From an optimization exercise on the open Yosys and OpenROAD flow, aimed at small area; shortcuts taken in it are not production practice. Function was checked by simulation only, so behaviour that the tests miss may differ from the original.

==> design/flow/design.v <==
module lane_rank_cic (
    input  wire               clk,
    input  wire               rst,
    input  wire [3:0]         cfg_rank_taps,    
    input  wire [2:0]         cfg_cic_order,    
    input  wire               cfg_cic_m,        
    input  wire [16:0]        cfg_cic_ratio,    
    input  wire [17:0]        cfg_cic_gain,     
    input  wire [5:0]         cfg_cic_shift,    
    input  wire               in_valid,
    input  wire signed [15:0] in_data,
    output reg                out_valid,
    output reg  signed [15:0] out_data,
    output reg                out_sat
);
    integer i, j, s;
    genvar gs, gj;
    wire take = in_valid & ~rst;
    wire l4   = |cfg_cic_ratio[16:2];           
    reg  [16:0] cnt;
    wire        strobe = (cnt == 17'd1);
    always @(posedge clk) begin
        if (rst)
            cnt <= 17'd1;
        else if (in_valid)
            cnt <= strobe ? cfg_cic_ratio : cnt - 17'd1;
    end
    reg  signed [15:0] win [0:8];        
    reg         [35:0] pb;               
    wire        [7:0]  le_new;           
    function integer pidx(input integer a, input integer b);
        pidx = b * (b - 1) / 2 + a;
    endfunction
    wire [15:0] nin = ~in_data;
    generate
        for (gj = 0; gj < 8; gj = gj + 1) begin : g_cmp
            lane_le u_le (.na(nin), .b(win[gj]), .le(le_new[gj]));
        end
    endgenerate
    always @(posedge clk) begin
        if (in_valid) begin
            for (i = 8; i > 0; i = i - 1)
                win[i] <= win[i-1];
            win[0] <= in_data;
            for (j = 1; j < 8; j = j + 1)
                for (i = 0; i < j; i = i + 1)
                    pb[pidx(i + 1, j + 1)] <= pb[pidx(i, j)];
            for (j = 0; j < 8; j = j + 1)
                pb[pidx(0, j + 1)] <= le_new[j];
        end
    end
    reg  [3:1] kr;
    always @(posedge clk)
        kr <= cfg_rank_taps[3:1];
    wire [8:0] inc = {{2{kr[3]}}, {2{kr[3] | kr[2] & kr[1]}}, {2{kr[3] | kr[2]}}, 3'b111};
    wire [2:0] half = kr;
    reg  [8*9-1:0] abits;
    wire [4*9-1:0] ahead;
    reg  [8:0]  sel;
    reg  signed [15:0] median;
    always @(*) begin
        for (j = 0; j < 9; j = j + 1)
            for (i = 0; i < 9; i = i + 1)
                if (i < j)
                    abits[8*j+i] = inc[i] & pb[pidx(i, j)];
                else if (i > j)
                    abits[8*j+i-1] = inc[i] & ~pb[pidx(j, i)];
    end
    generate
        for (gj = 0; gj < 9; gj = gj + 1) begin : g_pc
            lane_pop8 u_pc (.b(abits[8*gj +: 8]), .n(ahead[4*gj +: 4]));
        end
    endgenerate
    always @(*) begin
        median = 16'sd0;
        for (j = 0; j < 9; j = j + 1) begin
            sel[j] = inc[j] && ahead[4*j +: 4] == {1'b0, half};
            median = median | (win[j] & {16{sel[j]}});
        end
    end
    reg  [3:0]  vd;                  
    reg  [3:1]  sd;                  
    reg  [15:0] ig [1:5][0:3];
    reg  [2:0]  cy [1:5];            
    wire [5:2]  inj;                 
    assign inj[2] = cfg_cic_order == 3'd4;
    assign inj[3] = cfg_cic_order == 3'd3;
    assign inj[4] = cfg_cic_order == 3'd2;
    assign inj[5] = cfg_cic_order == 3'd1;
    wire [16*20-1:0] isum;
    wire [20-1:0]    ico;
    generate
        for (gs = 1; gs <= 5; gs = gs + 1) begin : g_is
            for (gj = 0; gj < 4; gj = gj + 1) begin : g_ij
                wire [15:0] med = (gj == 0) ? median : {16{sd[gj]}};
                wire [15:0] add;
                if (gs == 1) begin : b1
                    assign add = med & {16{vd[gj]}};
                end else begin : bn
                    assign add = (inj[gs] ? med : isum[16*((gs-2)*4+gj) +: 16]) & {16{vd[gj]}};
                end
                lane_add16 u_add (
                    .a  (ig[gs][gj]),
                    .b  (add),
                    .ci ((gj == 0) ? 1'b0 : cy[gs][gj-1]),
                    .s  (isum[16*((gs-1)*4+gj) +: 16]),
                    .co (ico[(gs-1)*4+gj])
                );
            end
        end
    endgenerate
    always @(posedge clk) begin
        if (rst)
            vd <= 4'd0;
        else
            vd <= {vd[2:0], take};
        sd <= {sd[2:1], median[15]};
        for (s = 1; s <= 5; s = s + 1) begin
            for (j = 0; j < 4; j = j + 1)
                ig[s][j] <= isum[16*((s-1)*4+j) +: 16];
            cy[s] <= ico[(s-1)*4 +: 3];
        end
    end
    reg         ev;                  
    reg  [3:0]  pr;                  
    always @(posedge clk) begin
        if (rst) begin
            ev <= 1'b0;
            pr <= 4'd0;
        end else begin
            ev <= take & strobe;
            pr <= {pr[2:0], ev};
        end
    end
    wire proc  = pr[0] | pr[1] | (l4 & (pr[2] | pr[3]));
    wire plast = l4 ? pr[3] : pr[1];
    wire [15:0] dig = ({16{pr[0]}} & ig[5][0]) | ({16{pr[1]}} & ig[5][1]) |
                      ({16{l4 & pr[2]}} & ig[5][2]) | ({16{l4 & pr[3]}} & ig[5][3]);
    reg  [15:0] dl [1:5][0:7];
    reg  [5:1]  cw;                  
    wire [5:1]  cco;
    wire [16*6-1:0] u;               
    wire [5:1]  cact;                
    assign cact[1] = 1'b1;
    assign cact[2] = cfg_cic_order >= 3'd2;
    assign cact[3] = cfg_cic_order >= 3'd3;
    assign cact[4] = cfg_cic_order >= 3'd4;
    assign cact[5] = cfg_cic_order >= 3'd5;
    wire p3 = cfg_cic_m ^ l4;        
    wire p1 = ~cfg_cic_m & ~l4;      
    assign u[15:0] = dig;
    generate
        for (gs = 1; gs <= 5; gs = gs + 1) begin : g_cs
            lane_add16 u_sub (
                .a  (u[16*(gs-1) +: 16]),
                .b  (~(dl[gs][0] & {16{cact[gs]}})),
                .ci (pr[0] | cw[gs]),
                .s  (u[16*gs +: 16]),
                .co (cco[gs])
            );
        end
    endgenerate
    always @(posedge clk) begin
        cw <= cco;
        if (proc) begin
            for (s = 1; s <= 5; s = s + 1) begin
                dl[s][7] <= u[16*(s-1) +: 16];
                dl[s][6] <= dl[s][7];
                dl[s][5] <= dl[s][6];
                dl[s][4] <= dl[s][5];
                dl[s][3] <= p3 ? u[16*(s-1) +: 16] : dl[s][4];
                dl[s][2] <= dl[s][3];
                dl[s][1] <= p1 ? u[16*(s-1) +: 16] : dl[s][2];
                dl[s][0] <= dl[s][1];
            end
        end
    end
    reg         yv, yfirst, ylast;
    reg  [15:0] yd;
    always @(posedge clk) begin
        if (rst)
            yv <= 1'b0;
        else
            yv <= proc;
        yfirst <= pr[0];
        ylast  <= plast;
        yd     <= u[16*5 +: 16];
    end
    reg  [19:0] hi;                  
    reg  [47:0] dr;                  
    wire [35:0] an;
    lane_mul u_mul (
        .yd  (yd),
        .sgn (ylast & yd[15]),
        .g   (cfg_cic_gain),
        .hin (hi & {20{~yfirst}}),
        .an  (an)
    );
    reg         xv;
    always @(posedge clk) begin
        if (rst)
            xv <= 1'b0;
        else
            xv <= yv & ylast;
        hi <= an[35:16];
        dr <= {an[15:0], dr[47:16]};
    end
    wire [65:0] w   = {hi[17:0], dr};
    wire        neg = hi[17];
    wire [6:0]  sh  = {1'b0, cfg_cic_shift} + {1'b0, ~l4, 5'd0};
    reg  [32:0] v;                   
    always @(*) begin
        case (sh[6:4])
            3'd0:    v = w[32:0];
            3'd1:    v = w[48:16];
            3'd2:    v = w[64:32];
            3'd3:    v = {{15{neg}}, w[65:48]};
            3'd4:    v = {{31{neg}}, w[65:64]};
            default: v = {33{neg}};
        endcase
    end
    wire [17:0] q   = v >> sh[3:0];
    reg  [48:0] msk;
    always @(*)
        for (i = 0; i < 49; i = i + 1)
            msk[i] = i >= sh;
    wire        fits = ~|((w[65:17] ^ {49{neg}}) & msk);
    wire [18:0] z  = {q[17], q} + 19'd1;
    wire [17:0] ov = z[18:1];
    wire        over  = fits ? (~ov[17] & (ov[16] | ov[15])) : ~neg;
    wire        under = fits ? (ov[17] & ~(ov[16] & ov[15])) : neg;
    reg  [3:0]  qo;
    wire [4:0]  nm  = cfg_cic_m ? {1'b0, cfg_cic_order, 1'b0} : {2'b0, cfg_cic_order};
    wire [2:0]  km2 = cfg_rank_taps[2:0] - 3'd2;      
    wire        rs  = ~|cfg_cic_ratio[16:3];          
    wire [2:0]  r3  = cfg_cic_ratio[2:0];
    wire [2:0]  cc  = 3'd1 + {2'd0, rs & ({1'b0, km2} > {1'b0, r3})}
                           + {2'd0, rs & ({1'b0, km2} > {r3, 1'b0})}
                           + {2'd0, rs & ({2'b0, km2} > ({1'b0, r3, 1'b0} + {2'b0, r3}))};
    wire [4:0]  thr = nm + {2'd0, cc};
    wire        ok  = {1'b0, qo} >= thr;
    always @(posedge clk) begin
        if (rst) begin
            qo        <= 4'd0;
            out_valid <= 1'b0;
        end else begin
            if (xv && qo != 4'd15)
                qo <= qo + 4'd1;
            out_valid <= xv & ok;
        end
        out_sat  <= over | under;
        out_data <= over ? 16'sh7fff : under ? 16'sh8000 : ov[15:0];
    end
endmodule
module lane_le (
    input  wire [15:0] na,
    input  wire [15:0] b,
    output wire        le
);
    wire [16:0] c;
    assign c[0] = 1'b1;
    genvar k;
    generate
        for (k = 0; k < 16; k = k + 1) begin : g_b
            if (k == 15) begin : s
                lane_maj m (.a(~b[k]), .b(~na[k]), .c(c[k]), .y(c[k+1]));
            end else begin : u
                lane_maj m (.a(b[k]), .b(na[k]), .c(c[k]), .y(c[k+1]));
            end
        end
    endgenerate
    assign le = c[16];
endmodule
module lane_maj (
    input  wire a,
    input  wire b,
    input  wire c,
    output wire y
);
    assign y = (a & b) | (a & c) | (b & c);
endmodule
module lane_pop8 (
    input  wire [7:0] b,
    output wire [3:0] n
);
    wire s1, c1, s2, c2, s3, c3, c4, s5, c5, c6;
    lane_fa f1 (.a(b[0]), .b(b[1]), .c(b[2]), .s(s1), .co(c1));
    lane_fa f2 (.a(b[3]), .b(b[4]), .c(b[5]), .s(s2), .co(c2));
    lane_fa f3 (.a(s1), .b(s2), .c(b[6]), .s(s3), .co(c3));
    lane_ha h4 (.a(s3), .b(b[7]), .s(n[0]), .co(c4));
    lane_fa f5 (.a(c1), .b(c2), .c(c3), .s(s5), .co(c5));
    lane_ha h6 (.a(s5), .b(c4), .s(n[1]), .co(c6));
    lane_ha h7 (.a(c5), .b(c6), .s(n[2]), .co(n[3]));
endmodule
module lane_add16 (
    input  wire [15:0] a,
    input  wire [15:0] b,
    input  wire        ci,
    output wire [15:0] s,
    output wire        co
);
    wire [16:0] c;
    assign c[0] = ci;
    assign co   = c[16];
    genvar k;
    generate
        for (k = 0; k < 16; k = k + 1) begin : g_b
            lane_fa f (.a(a[k]), .b(b[k]), .c(c[k]), .s(s[k]), .co(c[k+1]));
        end
    endgenerate
endmodule
module lane_fa (
    input  wire a,
    input  wire b,
    input  wire c,
    output wire s,
    output wire co
);
    assign s  = a ^ b ^ c;
    assign co = (a & b) | (a & c) | (b & c);
endmodule
module lane_ha (
    input  wire a,
    input  wire b,
    output wire s,
    output wire co
);
    assign s  = a ^ b;
    assign co = a & b;
endmodule
module lane_mul (
    input  wire [15:0] yd,
    input  wire        sgn,
    input  wire [17:0] g,
    input  wire [19:0] hin,
    output wire [35:0] an
);
    wire m1, m2;
    lane_ha hm1 (.a((yd[0] & g[12])), .b((yd[1] & g[11])), .s(m1), .co(m2));
    wire m3, m4;
    lane_fa fm3 (.a((yd[0] & g[13])), .b((yd[1] & g[12])), .c((yd[2] & g[11])), .s(m3), .co(m4));
    wire m5, m6;
    lane_ha hm5 (.a((yd[3] & g[10])), .b((yd[4] & g[9])), .s(m5), .co(m6));
    wire m7, m8;
    lane_fa fm7 (.a((yd[0] & g[14])), .b((yd[1] & g[13])), .c((yd[2] & g[12])), .s(m7), .co(m8));
    wire m9, m10;
    lane_fa fm9 (.a((yd[3] & g[11])), .b((yd[4] & g[10])), .c((yd[5] & g[9])), .s(m9), .co(m10));
    wire m11, m12;
    lane_ha hm11 (.a((yd[6] & g[8])), .b((yd[7] & g[7])), .s(m11), .co(m12));
    wire m13, m14;
    lane_fa fm13 (.a((yd[0] & g[15])), .b((yd[1] & g[14])), .c((yd[2] & g[13])), .s(m13), .co(m14));
    wire m15, m16;
    lane_fa fm15 (.a((yd[3] & g[12])), .b((yd[4] & g[11])), .c((yd[5] & g[10])), .s(m15), .co(m16));
    wire m17, m18;
    lane_fa fm17 (.a((yd[6] & g[9])), .b((yd[7] & g[8])), .c((yd[8] & g[7])), .s(m17), .co(m18));
    wire m19, m20;
    lane_ha hm19 (.a((yd[9] & g[6])), .b((yd[10] & g[5])), .s(m19), .co(m20));
    wire m21, m22;
    lane_fa fm21 (.a((yd[0] & g[16])), .b((yd[1] & g[15])), .c((yd[2] & g[14])), .s(m21), .co(m22));
    wire m23, m24;
    lane_fa fm23 (.a((yd[3] & g[13])), .b((yd[4] & g[12])), .c((yd[5] & g[11])), .s(m23), .co(m24));
    wire m25, m26;
    lane_fa fm25 (.a((yd[6] & g[10])), .b((yd[7] & g[9])), .c((yd[8] & g[8])), .s(m25), .co(m26));
    wire m27, m28;
    lane_fa fm27 (.a((yd[9] & g[7])), .b((yd[10] & g[6])), .c((yd[11] & g[5])), .s(m27), .co(m28));
    wire m29, m30;
    lane_fa fm29 (.a((yd[12] & g[4])), .b((yd[13] & g[3])), .c((yd[14] & g[2])), .s(m29), .co(m30));
    wire m31, m32;
    lane_fa fm31 (.a((yd[0] & g[17])), .b((yd[1] & g[16])), .c((yd[2] & g[15])), .s(m31), .co(m32));
    wire m33, m34;
    lane_fa fm33 (.a((yd[3] & g[14])), .b((yd[4] & g[13])), .c((yd[5] & g[12])), .s(m33), .co(m34));
    wire m35, m36;
    lane_fa fm35 (.a((yd[6] & g[11])), .b((yd[7] & g[10])), .c((yd[8] & g[9])), .s(m35), .co(m36));
    wire m37, m38;
    lane_fa fm37 (.a((yd[9] & g[8])), .b((yd[10] & g[7])), .c((yd[11] & g[6])), .s(m37), .co(m38));
    wire m39, m40;
    lane_fa fm39 (.a((yd[12] & g[5])), .b((yd[13] & g[4])), .c((yd[14] & g[3])), .s(m39), .co(m40));
    wire m41, m42;
    lane_fa fm41 (.a((yd[1] & g[17])), .b((yd[2] & g[16])), .c((yd[3] & g[15])), .s(m41), .co(m42));
    wire m43, m44;
    lane_fa fm43 (.a((yd[4] & g[14])), .b((yd[5] & g[13])), .c((yd[6] & g[12])), .s(m43), .co(m44));
    wire m45, m46;
    lane_fa fm45 (.a((yd[7] & g[11])), .b((yd[8] & g[10])), .c((yd[9] & g[9])), .s(m45), .co(m46));
    wire m47, m48;
    lane_fa fm47 (.a((yd[10] & g[8])), .b((yd[11] & g[7])), .c((yd[12] & g[6])), .s(m47), .co(m48));
    wire m49, m50;
    lane_ha hm49 (.a((yd[13] & g[5])), .b((yd[14] & g[4])), .s(m49), .co(m50));
    wire m51, m52;
    lane_fa fm51 (.a((yd[2] & g[17])), .b((yd[3] & g[16])), .c((yd[4] & g[15])), .s(m51), .co(m52));
    wire m53, m54;
    lane_fa fm53 (.a((yd[5] & g[14])), .b((yd[6] & g[13])), .c((yd[7] & g[12])), .s(m53), .co(m54));
    wire m55, m56;
    lane_fa fm55 (.a((yd[8] & g[11])), .b((yd[9] & g[10])), .c((yd[10] & g[9])), .s(m55), .co(m56));
    wire m57, m58;
    lane_fa fm57 (.a((yd[11] & g[8])), .b((yd[12] & g[7])), .c((yd[13] & g[6])), .s(m57), .co(m58));
    wire m59, m60;
    lane_ha hm59 (.a((yd[14] & g[5])), .b((yd[15] & g[4])), .s(m59), .co(m60));
    wire m61, m62;
    lane_fa fm61 (.a((yd[3] & g[17])), .b((yd[4] & g[16])), .c((yd[5] & g[15])), .s(m61), .co(m62));
    wire m63, m64;
    lane_fa fm63 (.a((yd[6] & g[14])), .b((yd[7] & g[13])), .c((yd[8] & g[12])), .s(m63), .co(m64));
    wire m65, m66;
    lane_fa fm65 (.a((yd[9] & g[11])), .b((yd[10] & g[10])), .c((yd[11] & g[9])), .s(m65), .co(m66));
    wire m67, m68;
    lane_ha hm67 (.a((yd[12] & g[8])), .b((yd[13] & g[7])), .s(m67), .co(m68));
    wire m69, m70;
    lane_fa fm69 (.a((yd[4] & g[17])), .b((yd[5] & g[16])), .c((yd[6] & g[15])), .s(m69), .co(m70));
    wire m71, m72;
    lane_fa fm71 (.a((yd[7] & g[14])), .b((yd[8] & g[13])), .c((yd[9] & g[12])), .s(m71), .co(m72));
    wire m73, m74;
    lane_ha hm73 (.a((yd[10] & g[11])), .b((yd[11] & g[10])), .s(m73), .co(m74));
    wire m75, m76;
    lane_fa fm75 (.a((yd[5] & g[17])), .b((yd[6] & g[16])), .c((yd[7] & g[15])), .s(m75), .co(m76));
    wire m77, m78;
    lane_ha hm77 (.a((yd[8] & g[14])), .b((yd[9] & g[13])), .s(m77), .co(m78));
    wire m79, m80;
    lane_ha hm79 (.a((yd[6] & g[17])), .b((yd[7] & g[16])), .s(m79), .co(m80));
    wire m81, m82;
    lane_ha hm81 (.a((yd[0] & g[8])), .b((yd[1] & g[7])), .s(m81), .co(m82));
    wire m83, m84;
    lane_fa fm83 (.a((yd[0] & g[9])), .b((yd[1] & g[8])), .c((yd[2] & g[7])), .s(m83), .co(m84));
    wire m85, m86;
    lane_ha hm85 (.a((yd[3] & g[6])), .b((yd[4] & g[5])), .s(m85), .co(m86));
    wire m87, m88;
    lane_fa fm87 (.a((yd[0] & g[10])), .b((yd[1] & g[9])), .c((yd[2] & g[8])), .s(m87), .co(m88));
    wire m89, m90;
    lane_fa fm89 (.a((yd[3] & g[7])), .b((yd[4] & g[6])), .c((yd[5] & g[5])), .s(m89), .co(m90));
    wire m91, m92;
    lane_ha hm91 (.a((yd[6] & g[4])), .b((yd[7] & g[3])), .s(m91), .co(m92));
    wire m93, m94;
    lane_fa fm93 (.a((yd[0] & g[11])), .b((yd[1] & g[10])), .c((yd[2] & g[9])), .s(m93), .co(m94));
    wire m95, m96;
    lane_fa fm95 (.a((yd[3] & g[8])), .b((yd[4] & g[7])), .c((yd[5] & g[6])), .s(m95), .co(m96));
    wire m97, m98;
    lane_fa fm97 (.a((yd[6] & g[5])), .b((yd[7] & g[4])), .c((yd[8] & g[3])), .s(m97), .co(m98));
    wire m99, m100;
    lane_ha hm99 (.a((yd[9] & g[2])), .b((yd[10] & g[1])), .s(m99), .co(m100));
    wire m101, m102;
    lane_fa fm101 (.a((yd[2] & g[10])), .b((yd[3] & g[9])), .c((yd[4] & g[8])), .s(m101), .co(m102));
    wire m103, m104;
    lane_fa fm103 (.a((yd[5] & g[7])), .b((yd[6] & g[6])), .c((yd[7] & g[5])), .s(m103), .co(m104));
    wire m105, m106;
    lane_fa fm105 (.a((yd[8] & g[4])), .b((yd[9] & g[3])), .c((yd[10] & g[2])), .s(m105), .co(m106));
    wire m107, m108;
    lane_fa fm107 (.a((yd[11] & g[1])), .b((yd[12] & g[0])), .c(hin[12]), .s(m107), .co(m108));
    wire m109, m110;
    lane_fa fm109 (.a((yd[5] & g[8])), .b((yd[6] & g[7])), .c((yd[7] & g[6])), .s(m109), .co(m110));
    wire m111, m112;
    lane_fa fm111 (.a((yd[8] & g[5])), .b((yd[9] & g[4])), .c((yd[10] & g[3])), .s(m111), .co(m112));
    wire m113, m114;
    lane_fa fm113 (.a((yd[11] & g[2])), .b((yd[12] & g[1])), .c((yd[13] & g[0])), .s(m113), .co(m114));
    wire m115, m116;
    lane_fa fm115 (.a(hin[13]), .b(m3), .c(m5), .s(m115), .co(m116));
    wire m117, m118;
    lane_fa fm117 (.a((yd[8] & g[6])), .b((yd[9] & g[5])), .c((yd[10] & g[4])), .s(m117), .co(m118));
    wire m119, m120;
    lane_fa fm119 (.a((yd[11] & g[3])), .b((yd[12] & g[2])), .c((yd[13] & g[1])), .s(m119), .co(m120));
    wire m121, m122;
    lane_fa fm121 (.a((yd[14] & g[0])), .b(hin[14]), .c(m7), .s(m121), .co(m122));
    wire m123, m124;
    lane_fa fm123 (.a(m9), .b(m11), .c(m4), .s(m123), .co(m124));
    wire m125, m126;
    lane_fa fm125 (.a((yd[11] & g[4])), .b((yd[12] & g[3])), .c((yd[13] & g[2])), .s(m125), .co(m126));
    wire m127, m128;
    lane_fa fm127 (.a((yd[14] & g[1])), .b((yd[15] & g[0])), .c(hin[15]), .s(m127), .co(m128));
    wire m129, m130;
    lane_fa fm129 (.a(m13), .b(m15), .c(m17), .s(m129), .co(m130));
    wire m131, m132;
    lane_fa fm131 (.a(m19), .b(m8), .c(m10), .s(m131), .co(m132));
    wire m133, m134;
    lane_fa fm133 (.a((yd[15] & g[1])), .b((sgn & ~g[0])), .c(sgn), .s(m133), .co(m134));
    wire m135, m136;
    lane_fa fm135 (.a(hin[16]), .b(m21), .c(m23), .s(m135), .co(m136));
    wire m137, m138;
    lane_fa fm137 (.a(m25), .b(m27), .c(m29), .s(m137), .co(m138));
    wire m139, m140;
    lane_fa fm139 (.a(m14), .b(m16), .c(m18), .s(m139), .co(m140));
    wire m141, m142;
    lane_fa fm141 (.a((yd[15] & g[2])), .b((sgn & ~g[1])), .c(hin[17]), .s(m141), .co(m142));
    wire m143, m144;
    lane_fa fm143 (.a(m31), .b(m33), .c(m35), .s(m143), .co(m144));
    wire m145, m146;
    lane_fa fm145 (.a(m37), .b(m39), .c(m22), .s(m145), .co(m146));
    wire m147, m148;
    lane_fa fm147 (.a(m24), .b(m26), .c(m28), .s(m147), .co(m148));
    wire m149, m150;
    lane_fa fm149 (.a((yd[15] & g[3])), .b((sgn & ~g[2])), .c(hin[18]), .s(m149), .co(m150));
    wire m151, m152;
    lane_fa fm151 (.a(m41), .b(m43), .c(m45), .s(m151), .co(m152));
    wire m153, m154;
    lane_fa fm153 (.a(m47), .b(m49), .c(m32), .s(m153), .co(m154));
    wire m155, m156;
    lane_fa fm155 (.a(m34), .b(m36), .c(m38), .s(m155), .co(m156));
    wire m157, m158;
    lane_fa fm157 (.a((sgn & ~g[3])), .b(~hin[19]), .c(1'b1), .s(m157), .co(m158));
    wire m159, m160;
    lane_fa fm159 (.a(m51), .b(m53), .c(m55), .s(m159), .co(m160));
    wire m161, m162;
    lane_fa fm161 (.a(m57), .b(m59), .c(m42), .s(m161), .co(m162));
    wire m163, m164;
    lane_fa fm163 (.a(m44), .b(m46), .c(m48), .s(m163), .co(m164));
    wire m165, m166;
    lane_fa fm165 (.a((yd[14] & g[6])), .b((yd[15] & g[5])), .c((sgn & ~g[4])), .s(m165), .co(m166));
    wire m167, m168;
    lane_fa fm167 (.a(1'b1), .b(m61), .c(m63), .s(m167), .co(m168));
    wire m169, m170;
    lane_fa fm169 (.a(m65), .b(m67), .c(m52), .s(m169), .co(m170));
    wire m171, m172;
    lane_fa fm171 (.a(m54), .b(m56), .c(m58), .s(m171), .co(m172));
    wire m173, m174;
    lane_fa fm173 (.a((yd[12] & g[9])), .b((yd[13] & g[8])), .c((yd[14] & g[7])), .s(m173), .co(m174));
    wire m175, m176;
    lane_fa fm175 (.a((yd[15] & g[6])), .b((sgn & ~g[5])), .c(1'b1), .s(m175), .co(m176));
    wire m177, m178;
    lane_fa fm177 (.a(m69), .b(m71), .c(m73), .s(m177), .co(m178));
    wire m179, m180;
    lane_fa fm179 (.a(m62), .b(m64), .c(m66), .s(m179), .co(m180));
    wire m181, m182;
    lane_fa fm181 (.a((yd[10] & g[12])), .b((yd[11] & g[11])), .c((yd[12] & g[10])), .s(m181), .co(m182));
    wire m183, m184;
    lane_fa fm183 (.a((yd[13] & g[9])), .b((yd[14] & g[8])), .c((yd[15] & g[7])), .s(m183), .co(m184));
    wire m185, m186;
    lane_fa fm185 (.a((sgn & ~g[6])), .b(1'b1), .c(m75), .s(m185), .co(m186));
    wire m187, m188;
    lane_fa fm187 (.a(m77), .b(m70), .c(m72), .s(m187), .co(m188));
    wire m189, m190;
    lane_fa fm189 (.a((yd[8] & g[15])), .b((yd[9] & g[14])), .c((yd[10] & g[13])), .s(m189), .co(m190));
    wire m191, m192;
    lane_fa fm191 (.a((yd[11] & g[12])), .b((yd[12] & g[11])), .c((yd[13] & g[10])), .s(m191), .co(m192));
    wire m193, m194;
    lane_fa fm193 (.a((yd[14] & g[9])), .b((yd[15] & g[8])), .c((sgn & ~g[7])), .s(m193), .co(m194));
    wire m195, m196;
    lane_fa fm195 (.a(1'b1), .b(m79), .c(m76), .s(m195), .co(m196));
    wire m197, m198;
    lane_fa fm197 (.a((yd[7] & g[17])), .b((yd[8] & g[16])), .c((yd[9] & g[15])), .s(m197), .co(m198));
    wire m199, m200;
    lane_fa fm199 (.a((yd[10] & g[14])), .b((yd[11] & g[13])), .c((yd[12] & g[12])), .s(m199), .co(m200));
    wire m201, m202;
    lane_fa fm201 (.a((yd[13] & g[11])), .b((yd[14] & g[10])), .c((yd[15] & g[9])), .s(m201), .co(m202));
    wire m203, m204;
    lane_ha hm203 (.a((sgn & ~g[8])), .b(1'b1), .s(m203), .co(m204));
    wire m205, m206;
    lane_fa fm205 (.a((yd[8] & g[17])), .b((yd[9] & g[16])), .c((yd[10] & g[15])), .s(m205), .co(m206));
    wire m207, m208;
    lane_fa fm207 (.a((yd[11] & g[14])), .b((yd[12] & g[13])), .c((yd[13] & g[12])), .s(m207), .co(m208));
    wire m209, m210;
    lane_ha hm209 (.a((yd[14] & g[11])), .b((yd[15] & g[10])), .s(m209), .co(m210));
    wire m211, m212;
    lane_fa fm211 (.a((yd[9] & g[17])), .b((yd[10] & g[16])), .c((yd[11] & g[15])), .s(m211), .co(m212));
    wire m213, m214;
    lane_ha hm213 (.a((yd[12] & g[14])), .b((yd[13] & g[13])), .s(m213), .co(m214));
    wire m215, m216;
    lane_ha hm215 (.a((yd[10] & g[17])), .b((yd[11] & g[16])), .s(m215), .co(m216));
    wire m217, m218;
    lane_ha hm217 (.a((yd[0] & g[5])), .b((yd[1] & g[4])), .s(m217), .co(m218));
    wire m219, m220;
    lane_fa fm219 (.a((yd[0] & g[6])), .b((yd[1] & g[5])), .c((yd[2] & g[4])), .s(m219), .co(m220));
    wire m221, m222;
    lane_ha hm221 (.a((yd[3] & g[3])), .b((yd[4] & g[2])), .s(m221), .co(m222));
    wire m223, m224;
    lane_fa fm223 (.a((yd[0] & g[7])), .b((yd[1] & g[6])), .c((yd[2] & g[5])), .s(m223), .co(m224));
    wire m225, m226;
    lane_fa fm225 (.a((yd[3] & g[4])), .b((yd[4] & g[3])), .c((yd[5] & g[2])), .s(m225), .co(m226));
    wire m227, m228;
    lane_ha hm227 (.a((yd[6] & g[1])), .b((yd[7] & g[0])), .s(m227), .co(m228));
    wire m229, m230;
    lane_fa fm229 (.a((yd[2] & g[6])), .b((yd[3] & g[5])), .c((yd[4] & g[4])), .s(m229), .co(m230));
    wire m231, m232;
    lane_fa fm231 (.a((yd[5] & g[3])), .b((yd[6] & g[2])), .c((yd[7] & g[1])), .s(m231), .co(m232));
    wire m233, m234;
    lane_fa fm233 (.a((yd[8] & g[0])), .b(hin[8]), .c(m81), .s(m233), .co(m234));
    wire m235, m236;
    lane_fa fm235 (.a((yd[5] & g[4])), .b((yd[6] & g[3])), .c((yd[7] & g[2])), .s(m235), .co(m236));
    wire m237, m238;
    lane_fa fm237 (.a((yd[8] & g[1])), .b((yd[9] & g[0])), .c(hin[9]), .s(m237), .co(m238));
    wire m239, m240;
    lane_fa fm239 (.a(m83), .b(m85), .c(m82), .s(m239), .co(m240));
    wire m241, m242;
    lane_fa fm241 (.a((yd[8] & g[2])), .b((yd[9] & g[1])), .c((yd[10] & g[0])), .s(m241), .co(m242));
    wire m243, m244;
    lane_fa fm243 (.a(hin[10]), .b(m87), .c(m89), .s(m243), .co(m244));
    wire m245, m246;
    lane_fa fm245 (.a(m91), .b(m84), .c(m86), .s(m245), .co(m246));
    wire m247, m248;
    lane_fa fm247 (.a((yd[11] & g[0])), .b(hin[11]), .c(m93), .s(m247), .co(m248));
    wire m249, m250;
    lane_fa fm249 (.a(m95), .b(m97), .c(m99), .s(m249), .co(m250));
    wire m251, m252;
    lane_fa fm251 (.a(m88), .b(m90), .c(m92), .s(m251), .co(m252));
    wire m253, m254;
    lane_fa fm253 (.a(m1), .b(m101), .c(m103), .s(m253), .co(m254));
    wire m255, m256;
    lane_fa fm255 (.a(m105), .b(m107), .c(m94), .s(m255), .co(m256));
    wire m257, m258;
    lane_fa fm257 (.a(m96), .b(m98), .c(m100), .s(m257), .co(m258));
    wire m259, m260;
    lane_fa fm259 (.a(m2), .b(m109), .c(m111), .s(m259), .co(m260));
    wire m261, m262;
    lane_fa fm261 (.a(m113), .b(m115), .c(m102), .s(m261), .co(m262));
    wire m263, m264;
    lane_fa fm263 (.a(m104), .b(m106), .c(m108), .s(m263), .co(m264));
    wire m265, m266;
    lane_fa fm265 (.a(m6), .b(m117), .c(m119), .s(m265), .co(m266));
    wire m267, m268;
    lane_fa fm267 (.a(m121), .b(m123), .c(m110), .s(m267), .co(m268));
    wire m269, m270;
    lane_fa fm269 (.a(m112), .b(m114), .c(m116), .s(m269), .co(m270));
    wire m271, m272;
    lane_fa fm271 (.a(m12), .b(m125), .c(m127), .s(m271), .co(m272));
    wire m273, m274;
    lane_fa fm273 (.a(m129), .b(m131), .c(m118), .s(m273), .co(m274));
    wire m275, m276;
    lane_fa fm275 (.a(m120), .b(m122), .c(m124), .s(m275), .co(m276));
    wire m277, m278;
    lane_fa fm277 (.a(m20), .b(m133), .c(m135), .s(m277), .co(m278));
    wire m279, m280;
    lane_fa fm279 (.a(m137), .b(m139), .c(m126), .s(m279), .co(m280));
    wire m281, m282;
    lane_fa fm281 (.a(m128), .b(m130), .c(m132), .s(m281), .co(m282));
    wire m283, m284;
    lane_fa fm283 (.a(m30), .b(m141), .c(m143), .s(m283), .co(m284));
    wire m285, m286;
    lane_fa fm285 (.a(m145), .b(m147), .c(m134), .s(m285), .co(m286));
    wire m287, m288;
    lane_fa fm287 (.a(m136), .b(m138), .c(m140), .s(m287), .co(m288));
    wire m289, m290;
    lane_fa fm289 (.a(m40), .b(m149), .c(m151), .s(m289), .co(m290));
    wire m291, m292;
    lane_fa fm291 (.a(m153), .b(m155), .c(m142), .s(m291), .co(m292));
    wire m293, m294;
    lane_fa fm293 (.a(m144), .b(m146), .c(m148), .s(m293), .co(m294));
    wire m295, m296;
    lane_fa fm295 (.a(m50), .b(m157), .c(m159), .s(m295), .co(m296));
    wire m297, m298;
    lane_fa fm297 (.a(m161), .b(m163), .c(m150), .s(m297), .co(m298));
    wire m299, m300;
    lane_fa fm299 (.a(m152), .b(m154), .c(m156), .s(m299), .co(m300));
    wire m301, m302;
    lane_fa fm301 (.a(m60), .b(m165), .c(m167), .s(m301), .co(m302));
    wire m303, m304;
    lane_fa fm303 (.a(m169), .b(m171), .c(m158), .s(m303), .co(m304));
    wire m305, m306;
    lane_fa fm305 (.a(m160), .b(m162), .c(m164), .s(m305), .co(m306));
    wire m307, m308;
    lane_fa fm307 (.a(m68), .b(m173), .c(m175), .s(m307), .co(m308));
    wire m309, m310;
    lane_fa fm309 (.a(m177), .b(m179), .c(m166), .s(m309), .co(m310));
    wire m311, m312;
    lane_fa fm311 (.a(m168), .b(m170), .c(m172), .s(m311), .co(m312));
    wire m313, m314;
    lane_fa fm313 (.a(m74), .b(m181), .c(m183), .s(m313), .co(m314));
    wire m315, m316;
    lane_fa fm315 (.a(m185), .b(m187), .c(m174), .s(m315), .co(m316));
    wire m317, m318;
    lane_fa fm317 (.a(m176), .b(m178), .c(m180), .s(m317), .co(m318));
    wire m319, m320;
    lane_fa fm319 (.a(m78), .b(m189), .c(m191), .s(m319), .co(m320));
    wire m321, m322;
    lane_fa fm321 (.a(m193), .b(m195), .c(m182), .s(m321), .co(m322));
    wire m323, m324;
    lane_fa fm323 (.a(m184), .b(m186), .c(m188), .s(m323), .co(m324));
    wire m325, m326;
    lane_fa fm325 (.a(m80), .b(m197), .c(m199), .s(m325), .co(m326));
    wire m327, m328;
    lane_fa fm327 (.a(m201), .b(m203), .c(m190), .s(m327), .co(m328));
    wire m329, m330;
    lane_fa fm329 (.a(m192), .b(m194), .c(m196), .s(m329), .co(m330));
    wire m331, m332;
    lane_fa fm331 (.a((sgn & ~g[9])), .b(1'b1), .c(m205), .s(m331), .co(m332));
    wire m333, m334;
    lane_fa fm333 (.a(m207), .b(m209), .c(m198), .s(m333), .co(m334));
    wire m335, m336;
    lane_fa fm335 (.a(m200), .b(m202), .c(m204), .s(m335), .co(m336));
    wire m337, m338;
    lane_fa fm337 (.a((yd[14] & g[12])), .b((yd[15] & g[11])), .c((sgn & ~g[10])), .s(m337), .co(m338));
    wire m339, m340;
    lane_fa fm339 (.a(1'b1), .b(m211), .c(m213), .s(m339), .co(m340));
    wire m341, m342;
    lane_fa fm341 (.a(m206), .b(m208), .c(m210), .s(m341), .co(m342));
    wire m343, m344;
    lane_fa fm343 (.a((yd[12] & g[15])), .b((yd[13] & g[14])), .c((yd[14] & g[13])), .s(m343), .co(m344));
    wire m345, m346;
    lane_fa fm345 (.a((yd[15] & g[12])), .b((sgn & ~g[11])), .c(1'b1), .s(m345), .co(m346));
    wire m347, m348;
    lane_fa fm347 (.a(m215), .b(m212), .c(m214), .s(m347), .co(m348));
    wire m349, m350;
    lane_fa fm349 (.a((yd[11] & g[17])), .b((yd[12] & g[16])), .c((yd[13] & g[15])), .s(m349), .co(m350));
    wire m351, m352;
    lane_fa fm351 (.a((yd[14] & g[14])), .b((yd[15] & g[13])), .c((sgn & ~g[12])), .s(m351), .co(m352));
    wire m353, m354;
    lane_ha hm353 (.a(1'b1), .b(m216), .s(m353), .co(m354));
    wire m355, m356;
    lane_fa fm355 (.a((yd[12] & g[17])), .b((yd[13] & g[16])), .c((yd[14] & g[15])), .s(m355), .co(m356));
    wire m357, m358;
    lane_ha hm357 (.a((yd[15] & g[14])), .b((sgn & ~g[13])), .s(m357), .co(m358));
    wire m359, m360;
    lane_ha hm359 (.a((yd[13] & g[17])), .b((yd[14] & g[16])), .s(m359), .co(m360));
    wire m361, m362;
    lane_ha hm361 (.a((yd[0] & g[3])), .b((yd[1] & g[2])), .s(m361), .co(m362));
    wire m363, m364;
    lane_fa fm363 (.a((yd[0] & g[4])), .b((yd[1] & g[3])), .c((yd[2] & g[2])), .s(m363), .co(m364));
    wire m365, m366;
    lane_ha hm365 (.a((yd[3] & g[1])), .b((yd[4] & g[0])), .s(m365), .co(m366));
    wire m367, m368;
    lane_fa fm367 (.a((yd[2] & g[3])), .b((yd[3] & g[2])), .c((yd[4] & g[1])), .s(m367), .co(m368));
    wire m369, m370;
    lane_fa fm369 (.a((yd[5] & g[0])), .b(hin[5]), .c(m217), .s(m369), .co(m370));
    wire m371, m372;
    lane_fa fm371 (.a((yd[5] & g[1])), .b((yd[6] & g[0])), .c(hin[6]), .s(m371), .co(m372));
    wire m373, m374;
    lane_fa fm373 (.a(m219), .b(m221), .c(m218), .s(m373), .co(m374));
    wire m375, m376;
    lane_fa fm375 (.a(hin[7]), .b(m223), .c(m225), .s(m375), .co(m376));
    wire m377, m378;
    lane_fa fm377 (.a(m227), .b(m220), .c(m222), .s(m377), .co(m378));
    wire m379, m380;
    lane_fa fm379 (.a(m229), .b(m231), .c(m233), .s(m379), .co(m380));
    wire m381, m382;
    lane_fa fm381 (.a(m224), .b(m226), .c(m228), .s(m381), .co(m382));
    wire m383, m384;
    lane_fa fm383 (.a(m235), .b(m237), .c(m239), .s(m383), .co(m384));
    wire m385, m386;
    lane_fa fm385 (.a(m230), .b(m232), .c(m234), .s(m385), .co(m386));
    wire m387, m388;
    lane_fa fm387 (.a(m241), .b(m243), .c(m245), .s(m387), .co(m388));
    wire m389, m390;
    lane_fa fm389 (.a(m236), .b(m238), .c(m240), .s(m389), .co(m390));
    wire m391, m392;
    lane_fa fm391 (.a(m247), .b(m249), .c(m251), .s(m391), .co(m392));
    wire m393, m394;
    lane_fa fm393 (.a(m242), .b(m244), .c(m246), .s(m393), .co(m394));
    wire m395, m396;
    lane_fa fm395 (.a(m253), .b(m255), .c(m257), .s(m395), .co(m396));
    wire m397, m398;
    lane_fa fm397 (.a(m248), .b(m250), .c(m252), .s(m397), .co(m398));
    wire m399, m400;
    lane_fa fm399 (.a(m259), .b(m261), .c(m263), .s(m399), .co(m400));
    wire m401, m402;
    lane_fa fm401 (.a(m254), .b(m256), .c(m258), .s(m401), .co(m402));
    wire m403, m404;
    lane_fa fm403 (.a(m265), .b(m267), .c(m269), .s(m403), .co(m404));
    wire m405, m406;
    lane_fa fm405 (.a(m260), .b(m262), .c(m264), .s(m405), .co(m406));
    wire m407, m408;
    lane_fa fm407 (.a(m271), .b(m273), .c(m275), .s(m407), .co(m408));
    wire m409, m410;
    lane_fa fm409 (.a(m266), .b(m268), .c(m270), .s(m409), .co(m410));
    wire m411, m412;
    lane_fa fm411 (.a(m277), .b(m279), .c(m281), .s(m411), .co(m412));
    wire m413, m414;
    lane_fa fm413 (.a(m272), .b(m274), .c(m276), .s(m413), .co(m414));
    wire m415, m416;
    lane_fa fm415 (.a(m283), .b(m285), .c(m287), .s(m415), .co(m416));
    wire m417, m418;
    lane_fa fm417 (.a(m278), .b(m280), .c(m282), .s(m417), .co(m418));
    wire m419, m420;
    lane_fa fm419 (.a(m289), .b(m291), .c(m293), .s(m419), .co(m420));
    wire m421, m422;
    lane_fa fm421 (.a(m284), .b(m286), .c(m288), .s(m421), .co(m422));
    wire m423, m424;
    lane_fa fm423 (.a(m295), .b(m297), .c(m299), .s(m423), .co(m424));
    wire m425, m426;
    lane_fa fm425 (.a(m290), .b(m292), .c(m294), .s(m425), .co(m426));
    wire m427, m428;
    lane_fa fm427 (.a(m301), .b(m303), .c(m305), .s(m427), .co(m428));
    wire m429, m430;
    lane_fa fm429 (.a(m296), .b(m298), .c(m300), .s(m429), .co(m430));
    wire m431, m432;
    lane_fa fm431 (.a(m307), .b(m309), .c(m311), .s(m431), .co(m432));
    wire m433, m434;
    lane_fa fm433 (.a(m302), .b(m304), .c(m306), .s(m433), .co(m434));
    wire m435, m436;
    lane_fa fm435 (.a(m313), .b(m315), .c(m317), .s(m435), .co(m436));
    wire m437, m438;
    lane_fa fm437 (.a(m308), .b(m310), .c(m312), .s(m437), .co(m438));
    wire m439, m440;
    lane_fa fm439 (.a(m319), .b(m321), .c(m323), .s(m439), .co(m440));
    wire m441, m442;
    lane_fa fm441 (.a(m314), .b(m316), .c(m318), .s(m441), .co(m442));
    wire m443, m444;
    lane_fa fm443 (.a(m325), .b(m327), .c(m329), .s(m443), .co(m444));
    wire m445, m446;
    lane_fa fm445 (.a(m320), .b(m322), .c(m324), .s(m445), .co(m446));
    wire m447, m448;
    lane_fa fm447 (.a(m331), .b(m333), .c(m335), .s(m447), .co(m448));
    wire m449, m450;
    lane_fa fm449 (.a(m326), .b(m328), .c(m330), .s(m449), .co(m450));
    wire m451, m452;
    lane_fa fm451 (.a(m337), .b(m339), .c(m341), .s(m451), .co(m452));
    wire m453, m454;
    lane_fa fm453 (.a(m332), .b(m334), .c(m336), .s(m453), .co(m454));
    wire m455, m456;
    lane_fa fm455 (.a(m343), .b(m345), .c(m347), .s(m455), .co(m456));
    wire m457, m458;
    lane_fa fm457 (.a(m338), .b(m340), .c(m342), .s(m457), .co(m458));
    wire m459, m460;
    lane_fa fm459 (.a(m349), .b(m351), .c(m353), .s(m459), .co(m460));
    wire m461, m462;
    lane_fa fm461 (.a(m344), .b(m346), .c(m348), .s(m461), .co(m462));
    wire m463, m464;
    lane_fa fm463 (.a(1'b1), .b(m355), .c(m357), .s(m463), .co(m464));
    wire m465, m466;
    lane_fa fm465 (.a(m350), .b(m352), .c(m354), .s(m465), .co(m466));
    wire m467, m468;
    lane_fa fm467 (.a((yd[15] & g[15])), .b((sgn & ~g[14])), .c(1'b1), .s(m467), .co(m468));
    wire m469, m470;
    lane_fa fm469 (.a(m359), .b(m356), .c(m358), .s(m469), .co(m470));
    wire m471, m472;
    lane_fa fm471 (.a((yd[14] & g[17])), .b((yd[15] & g[16])), .c((sgn & ~g[15])), .s(m471), .co(m472));
    wire m473, m474;
    lane_ha hm473 (.a(1'b1), .b(m360), .s(m473), .co(m474));
    wire m475, m476;
    lane_ha hm475 (.a((yd[15] & g[17])), .b((sgn & ~g[16])), .s(m475), .co(m476));
    wire m477, m478;
    lane_ha hm477 (.a((yd[0] & g[2])), .b((yd[1] & g[1])), .s(m477), .co(m478));
    wire m479, m480;
    lane_fa fm479 (.a((yd[2] & g[1])), .b((yd[3] & g[0])), .c(hin[3]), .s(m479), .co(m480));
    wire m481, m482;
    lane_fa fm481 (.a(hin[4]), .b(m363), .c(m365), .s(m481), .co(m482));
    wire m483, m484;
    lane_fa fm483 (.a(m367), .b(m369), .c(m364), .s(m483), .co(m484));
    wire m485, m486;
    lane_fa fm485 (.a(m371), .b(m373), .c(m368), .s(m485), .co(m486));
    wire m487, m488;
    lane_fa fm487 (.a(m375), .b(m377), .c(m372), .s(m487), .co(m488));
    wire m489, m490;
    lane_fa fm489 (.a(m379), .b(m381), .c(m376), .s(m489), .co(m490));
    wire m491, m492;
    lane_fa fm491 (.a(m383), .b(m385), .c(m380), .s(m491), .co(m492));
    wire m493, m494;
    lane_fa fm493 (.a(m387), .b(m389), .c(m384), .s(m493), .co(m494));
    wire m495, m496;
    lane_fa fm495 (.a(m391), .b(m393), .c(m388), .s(m495), .co(m496));
    wire m497, m498;
    lane_fa fm497 (.a(m395), .b(m397), .c(m392), .s(m497), .co(m498));
    wire m499, m500;
    lane_fa fm499 (.a(m399), .b(m401), .c(m396), .s(m499), .co(m500));
    wire m501, m502;
    lane_fa fm501 (.a(m403), .b(m405), .c(m400), .s(m501), .co(m502));
    wire m503, m504;
    lane_fa fm503 (.a(m407), .b(m409), .c(m404), .s(m503), .co(m504));
    wire m505, m506;
    lane_fa fm505 (.a(m411), .b(m413), .c(m408), .s(m505), .co(m506));
    wire m507, m508;
    lane_fa fm507 (.a(m415), .b(m417), .c(m412), .s(m507), .co(m508));
    wire m509, m510;
    lane_fa fm509 (.a(m419), .b(m421), .c(m416), .s(m509), .co(m510));
    wire m511, m512;
    lane_fa fm511 (.a(m423), .b(m425), .c(m420), .s(m511), .co(m512));
    wire m513, m514;
    lane_fa fm513 (.a(m427), .b(m429), .c(m424), .s(m513), .co(m514));
    wire m515, m516;
    lane_fa fm515 (.a(m431), .b(m433), .c(m428), .s(m515), .co(m516));
    wire m517, m518;
    lane_fa fm517 (.a(m435), .b(m437), .c(m432), .s(m517), .co(m518));
    wire m519, m520;
    lane_fa fm519 (.a(m439), .b(m441), .c(m436), .s(m519), .co(m520));
    wire m521, m522;
    lane_fa fm521 (.a(m443), .b(m445), .c(m440), .s(m521), .co(m522));
    wire m523, m524;
    lane_fa fm523 (.a(m447), .b(m449), .c(m444), .s(m523), .co(m524));
    wire m525, m526;
    lane_fa fm525 (.a(m451), .b(m453), .c(m448), .s(m525), .co(m526));
    wire m527, m528;
    lane_fa fm527 (.a(m455), .b(m457), .c(m452), .s(m527), .co(m528));
    wire m529, m530;
    lane_fa fm529 (.a(m459), .b(m461), .c(m456), .s(m529), .co(m530));
    wire m531, m532;
    lane_fa fm531 (.a(m463), .b(m465), .c(m460), .s(m531), .co(m532));
    wire m533, m534;
    lane_fa fm533 (.a(m467), .b(m469), .c(m464), .s(m533), .co(m534));
    wire m535, m536;
    lane_fa fm535 (.a(m471), .b(m473), .c(m468), .s(m535), .co(m536));
    wire m537, m538;
    lane_fa fm537 (.a(1'b1), .b(m475), .c(m472), .s(m537), .co(m538));
    wire m539, m540;
    lane_ha hm539 (.a((sgn & ~g[17])), .b(1'b1), .s(m539), .co(m540));
    wire m541, m542;
    lane_ha hm541 (.a((yd[0] & g[1])), .b((yd[1] & g[0])), .s(m541), .co(m542));
    wire m543, m544;
    lane_fa fm543 (.a((yd[2] & g[0])), .b(hin[2]), .c(m477), .s(m543), .co(m544));
    wire m545, m546;
    lane_fa fm545 (.a(m361), .b(m479), .c(m478), .s(m545), .co(m546));
    wire m547, m548;
    lane_fa fm547 (.a(m362), .b(m481), .c(m480), .s(m547), .co(m548));
    wire m549, m550;
    lane_fa fm549 (.a(m366), .b(m483), .c(m482), .s(m549), .co(m550));
    wire m551, m552;
    lane_fa fm551 (.a(m370), .b(m485), .c(m484), .s(m551), .co(m552));
    wire m553, m554;
    lane_fa fm553 (.a(m374), .b(m487), .c(m486), .s(m553), .co(m554));
    wire m555, m556;
    lane_fa fm555 (.a(m378), .b(m489), .c(m488), .s(m555), .co(m556));
    wire m557, m558;
    lane_fa fm557 (.a(m382), .b(m491), .c(m490), .s(m557), .co(m558));
    wire m559, m560;
    lane_fa fm559 (.a(m386), .b(m493), .c(m492), .s(m559), .co(m560));
    wire m561, m562;
    lane_fa fm561 (.a(m390), .b(m495), .c(m494), .s(m561), .co(m562));
    wire m563, m564;
    lane_fa fm563 (.a(m394), .b(m497), .c(m496), .s(m563), .co(m564));
    wire m565, m566;
    lane_fa fm565 (.a(m398), .b(m499), .c(m498), .s(m565), .co(m566));
    wire m567, m568;
    lane_fa fm567 (.a(m402), .b(m501), .c(m500), .s(m567), .co(m568));
    wire m569, m570;
    lane_fa fm569 (.a(m406), .b(m503), .c(m502), .s(m569), .co(m570));
    wire m571, m572;
    lane_fa fm571 (.a(m410), .b(m505), .c(m504), .s(m571), .co(m572));
    wire m573, m574;
    lane_fa fm573 (.a(m414), .b(m507), .c(m506), .s(m573), .co(m574));
    wire m575, m576;
    lane_fa fm575 (.a(m418), .b(m509), .c(m508), .s(m575), .co(m576));
    wire m577, m578;
    lane_fa fm577 (.a(m422), .b(m511), .c(m510), .s(m577), .co(m578));
    wire m579, m580;
    lane_fa fm579 (.a(m426), .b(m513), .c(m512), .s(m579), .co(m580));
    wire m581, m582;
    lane_fa fm581 (.a(m430), .b(m515), .c(m514), .s(m581), .co(m582));
    wire m583, m584;
    lane_fa fm583 (.a(m434), .b(m517), .c(m516), .s(m583), .co(m584));
    wire m585, m586;
    lane_fa fm585 (.a(m438), .b(m519), .c(m518), .s(m585), .co(m586));
    wire m587, m588;
    lane_fa fm587 (.a(m442), .b(m521), .c(m520), .s(m587), .co(m588));
    wire m589, m590;
    lane_fa fm589 (.a(m446), .b(m523), .c(m522), .s(m589), .co(m590));
    wire m591, m592;
    lane_fa fm591 (.a(m450), .b(m525), .c(m524), .s(m591), .co(m592));
    wire m593, m594;
    lane_fa fm593 (.a(m454), .b(m527), .c(m526), .s(m593), .co(m594));
    wire m595, m596;
    lane_fa fm595 (.a(m458), .b(m529), .c(m528), .s(m595), .co(m596));
    wire m597, m598;
    lane_fa fm597 (.a(m462), .b(m531), .c(m530), .s(m597), .co(m598));
    wire m599, m600;
    lane_fa fm599 (.a(m466), .b(m533), .c(m532), .s(m599), .co(m600));
    wire m601, m602;
    lane_fa fm601 (.a(m470), .b(m535), .c(m534), .s(m601), .co(m602));
    wire m603, m604;
    lane_fa fm603 (.a(m474), .b(m537), .c(m536), .s(m603), .co(m604));
    wire m605, m606;
    lane_fa fm605 (.a(m476), .b(m539), .c(m538), .s(m605), .co(m606));
    wire m607, m608;
    lane_fa fm607 (.a(sgn), .b(1'b1), .c(m540), .s(m607), .co(m608));
    wire m609, m610;
    lane_ha hm609 (.a(sgn), .b(1'b1), .s(m609), .co(m610));
    wire [35:0] ra = {m609, m607, m605, m603, m601, m599, m597, m595, m593, m591, m589, m587, m585, m583, m581, m579, m577, m575, m573, m571, m569, m567, m565, m563, m561, m559, m557, m555, m553, m551, m549, m547, m545, m543, hin[1], (yd[0] & g[0])};
    wire [35:0] rb = {m608, m606, m604, m602, m600, m598, m596, m594, m592, m590, m588, m586, m584, m582, m580, m578, m576, m574, m572, m570, m568, m566, m564, m562, m560, m558, m556, m554, m552, m550, m548, m546, m544, m542, m541, hin[0]};
    wire [16:0] lo;
    wire [20:0] h0, h1;
    wire [19:0] s0, s1;
    assign lo[0] = 1'b0;
    assign h0[0] = 1'b0;
    assign h1[0] = 1'b1;
    genvar k;
    generate
        for (k = 0; k < 16; k = k + 1) begin : g_lo
            lane_fa f (.a(ra[k]), .b(rb[k]), .c(lo[k]), .s(an[k]), .co(lo[k+1]));
        end
        for (k = 0; k < 20; k = k + 1) begin : g_hi
            lane_fa f0 (.a(ra[k+16]), .b(rb[k+16]), .c(h0[k]), .s(s0[k]), .co(h0[k+1]));
            lane_fa f1 (.a(ra[k+16]), .b(rb[k+16]), .c(h1[k]), .s(s1[k]), .co(h1[k+1]));
        end
    endgenerate
    assign an[35:16] = lo[16] ? s1 : s0;
endmodule
==> design/flow/run.sh <==
#!/bin/bash
# synth_recipe.tcl (not shown) runs the flow's synth.tcl, then flattens the netlist and writes it again
# the make line also repeats each setting of config.mk as NAME=value (left out here)
make -C /OpenROAD-flow-scripts/flow DESIGN_CONFIG=/design/flow/config.mk WORK_HOME=/design/flow/orfs CLKGATE_MAP_FILE= SYNTH_SCRIPT=/design/flow/synth_recipe.tcl finish
==> design/flow/config.mk <==
export PLATFORM = sky130hd
export DESIGN_NAME = lane_rank_cic
export DESIGN_NICKNAME = lane_rank_cic
export VERILOG_FILES = /design/flow/design.v
export SDC_FILE = /design/flow/constraint.sdc
export NUM_CORES = 4
export LEC_CHECK = 0
export CAP_MARGIN = 20
export CORE_MARGIN = 2
export CORE_UTILIZATION = 40
export SLEW_MARGIN = 20
export SYNTH_HIERARCHICAL = 1
export SYNTH_MINIMUM_KEEP_SIZE = 0
==> design/flow/constraint.sdc <==
create_clock -name core_clock -period 16.0 [get_ports {clk}]
set_input_delay 3.2000 -clock core_clock [delete_from_list [all_inputs] [get_ports {clk}]]
set_output_delay 3.2000 -clock core_clock [all_outputs]
set_load 0.01 [all_outputs]
==> run summary <==
-- through the flow --
| stage | std cells | worst slack [ns] | area [um2] |
|---|---|---|---|
| floorplan | 4847 | 1.366 | 67850 |
| global placement | 7009 | 0.5141 | 71320 |
| detailed placement | 7009 | 0.3717 | 71320 |
| CTS | 7272 | 1.198 | 76060 |
| global route | 7274 | 0.6767 | 76090 |
| finish | 7274 | 1.179 | 76090 |
-- placed cells by master, fill, tap and decap left out, types with 14 or more instances in the layout --
cell             count
a221oi_1            33
o211a_1             65
o22ai_1             15
mux2_2             136
o31ai_1             25
a211oi_1            16
edfxtp_1           820
xor2_1              34
a21oi_1            143
fa_1               768
xnor2_1             15
clkbuf_1            36
a21boi_0           193
o21ai_0             52
clkdlybuf4s50_1     84
conb_1              33
a31oi_1             20
clkbuf_16          147
mux2_4              20
nor2_1             146
maj3_2             128
nand2b_1            34
nor3_1              40
a222oi_1            33
nand2_1            441
nand3_1             46
a22oi_1             47
buf_4               99
a21o_1              18
nor2b_1             73
clkinv_2            19
clkbuf_8            14
dfxtp_1            479
clkinv_1            20
a22o_1              22
nor4_1              14
and2_1             299
inv_1              118
ha_1                81
mux2i_1             18
-- flip-flops by register name (all words and copies together) (netlist names), 16 cells and up --
| signal | count |
|---|---|
| cnt | 17 |
| dl | 640 |
| dr | 48 |
| hi | 20 |
| ig | 320 |
| out_data | 16 |
| pb | 36 |
| win | 144 |
| yd | 16 |
-- layout make-up --
type | instances | area (um2)
fill | 15190 | 92820
sequential | 1302 | 34280
multi-input combinational | 3181 | 32170
clock buffer | 196 | 3993
tap | 2218 | 2775
timing repair buffer | 187 | 1658
clock inverter | 67 | 749.5
inverter | 122 | 457.9
antenna | 1 | 2.502
-- cells in the mapped netlist (11+ instances only) --
cell type  number
fa_1          768
nor3_1         43
mux2_4         20
o22ai_1        15
a221oi_1       33
nand3_1        46
nor2_1        146
a21boi_0      193
conb_1         11
a22oi_1        47
mux2_2        136
o31ai_1        25
and2_1        300
buf_1          19
o21ai_0        52
inv_1         118
dfxtp_1       482
nand4_1        11
a22o_1         22
clkbuf_2       33
ha_1           82
xnor2_1        15
a31oi_1        20
clkbuf_1      163
edfxtp_1      820
a21o_1         18
nor2b_1        74
a211oi_1       16
a21oi_1       143
o211a_1        65
nand2_1       441
buf_2          16
nor4_1         19
nand2b_1       35
mux2i_1        18
a222oi_1       33
xor2_1         34
maj3_2        128
-- how the worst max path moves through the flow --
stage               cells after the start    endpoint        startpoint
floorplan                              29      hi[19]  cfg_cic_gain[10]
CTS                                    29      hi[19]  cfg_cic_gain[13]
global route                           41  ig[16][15]             kr[2]
finish                                 29      hi[19]  cfg_cic_gain[13]
global placement                       29      hi[19]  cfg_cic_gain[12]
detailed placement                     29      hi[19]  cfg_cic_gain[13]
-- cells by family after synthesis --
group,Yosys count,share of synthesized area (%)
and+or+nand+nor,1177,8.706
DFF,1302,50.58
xor gates and xnor gates,49,0.6333
other,11,0.06093
adders and majority gates,978,26.33
muxes,174,2.969
buffers and inverters,364,2.190
AOI/OAI and AO/OA,770,8.532
-- per-module statistics from Yosys (local to each module, per instance), a selection --
module | area (um2) | times used | flip-flops and latches | cells inside
lane_rank_cic | 47740 | 1 | 1302 | 3483
lane_mul | 2436 | 1 | 0 | 366
lane_ha | 12.51 | 59 | 0 | 1
lane_maj | 11.26 | 128 | 0 | 1
lane_le | 11.26 | 8 | 0 | 3
lane_fa | 20.02 | 765 | 0 | 1
-- routing by layer --
layer  part of all wire [%]  wire length, um  global-route usage [%]
met5                 0.0088               13                       0
met4                    2.4             3592                   4.937
met3                    5.1             7568                   2.941
met2                     48            70340                   27.91
met1                     45            65770                   24.29
==> results.sh <==
export IMPL_status="no timing/DRC/antenna violations"
export IMPL_ys_seq_elements=1302
export IMPL_whs_path_depth=0
export IMPL_worstPathMaxFanout=11
export IMPL_cts_tree="yes"
export IMPL_finalCritPeriodShare_pct=92.63
export IMPL_die_area_um2=172700
export IMPL_r2r_start="kr[2]"
export IMPL_ys_warn_count=15
export IMPL_grt_pass1_vias=40810
export IMPL_crit_path_end_kind="flip-flop"
export IMPL_cp_arrival_ns=15.47
export IMPL_synth_edf_count=820
export IMPL_yosys_area_top_type="edfxtp_1"
export IMPL_finalClockSkew_ns=0.02971
export IMPL_viasPerCell=5.238
export IMPL_design_core_area_um2=168900
export IMPL_grt_overflow=0
export IMPL_syn_inst=4825
export IMPL_num_vias=38100
export IMPL_hold_violations=0
export IMPL_cts_made_buffers=144
export IMPL_drc=0
export IMPL_drv_cap=0
export IMPL_period_minus_slack_ns=14.82
export IMPL_cts_root_buf="clkbuf_16"
export IMPL_critPathBufInv=1
export IMPL_syn_area_um2=67760
export IMPL_crit_required_ns=16.65
export IMPL_htreeDepth=4
export IMPL_cts_setup_buffers=0
export IMPL_num_io_pins=86
export IMPL_path_delay_family="adder cells"
export IMPL_wire_per_inst_um=20.25
export IMPL_min_path_type="reg -> reg"
export IMPL_die_w_um=415.6
export IMPL_hold_buffers=0
export IMPL_synth_area_per_cell_um2=14.04
export IMPL_critPathMaxStageDelay_ns=0.68
export IMPL_clk_path_buf_depth=3
export IMPL_crit_path_frequent_cell="fa_1"
export IMPL_clk_pin_slew_worst_paths_ns=0.06
export IMPL_synth_async_sr_flop_share_pct=0
export IMPL_synth_ff_type="edfxtp_1"
export IMPL_setup_tns_ns=0
export IMPL_fin_hold_ws_ns=0.3772
export IMPL_ys_top_cells_by_area="edfxtp_1 36%, fa_1 23%, dfxtp_1 14%"
export IMPL_crit_slowest_cell="clkdlybuf4s50_1"
export IMPL_final_core_util_pct=45.05
export IMPL_place_congestion=0.9075
export IMPL_max_freq_ghz=0.06747
export IMPL_hpwl_um=102700
export IMPL_maxSlewViolCount=0
export IMPL_synth_top_area_share_pct=36.34
export IMPL_r2r_end="ig[16][15]"
export IMPL_worst_pin_slew_ns=1.127
export IMPL_cts_resized=0
export IMPL_grt_usage_pct=17.36
export IMPL_final_nets=5856
export IMPL_setup_violations=0
export IMPL_min_to="dr[0]"
export IMPL_netlist_cell_type_count=97
export IMPL_die_height_um=415.6
export IMPL_critPathKind="in -> reg"
export IMPL_rsz0062_at_grt="false"
export IMPL_min_from="dr[16]"
export IMPL_drive_above_1_share_pct=13.10
export IMPL_slew_headroom_pct=24.89
export IMPL_drtAntennaViolNets=0
export IMPL_r2r_cells=41
export IMPL_grt_max_degree=204
export IMPL_clock_latency_ns=0.78
export IMPL_syn2layout_area_growth_pct=12.28
export IMPL_wl_um=147300
export IMPL_drt_iter0_drc=3223
export IMPL_numPortBuffers=85
export IMPL_startpoint_type="primary input"
export IMPL_clock_sink_count=1302
export IMPL_initial_core_util_pct=40.12
export IMPL_r2r_slack_ns=1.38
export IMPL_synth_seq_area_share_pct=50.58
export IMPL_antenna_found_initial=6
export IMPL_firstDrtPassIters=10
export IMPL_rows=151
export IMPL_grt_pass1_wl_um=236400

==> port drivers added, routing unchanged <==
How much do the figures lean on ideal ports? The routed layout below was timed once more, with nothing changed but the port constraints.
Step 1 assumes that a clkbuf_16 drives the clock port and a buf_2 every other input.
Step 2, shift: input delay + t, output delay - t, t = (earliest + latest rising clock arrival at the registers) / 2. This alone moves slack from input paths to output paths.
Slacks: ideal / step 1 / step 2; pairs: ideal / step 1.
t, ns: 0.845
slack for setup (ns): 1.179 / 1.212 / 0.368
worst setup path at the end: input to register
After both steps this run still meets setup and hold. For this run, drivers alone change the setup slack by +0.033 ns; drivers and shift together by -0.811 ns.
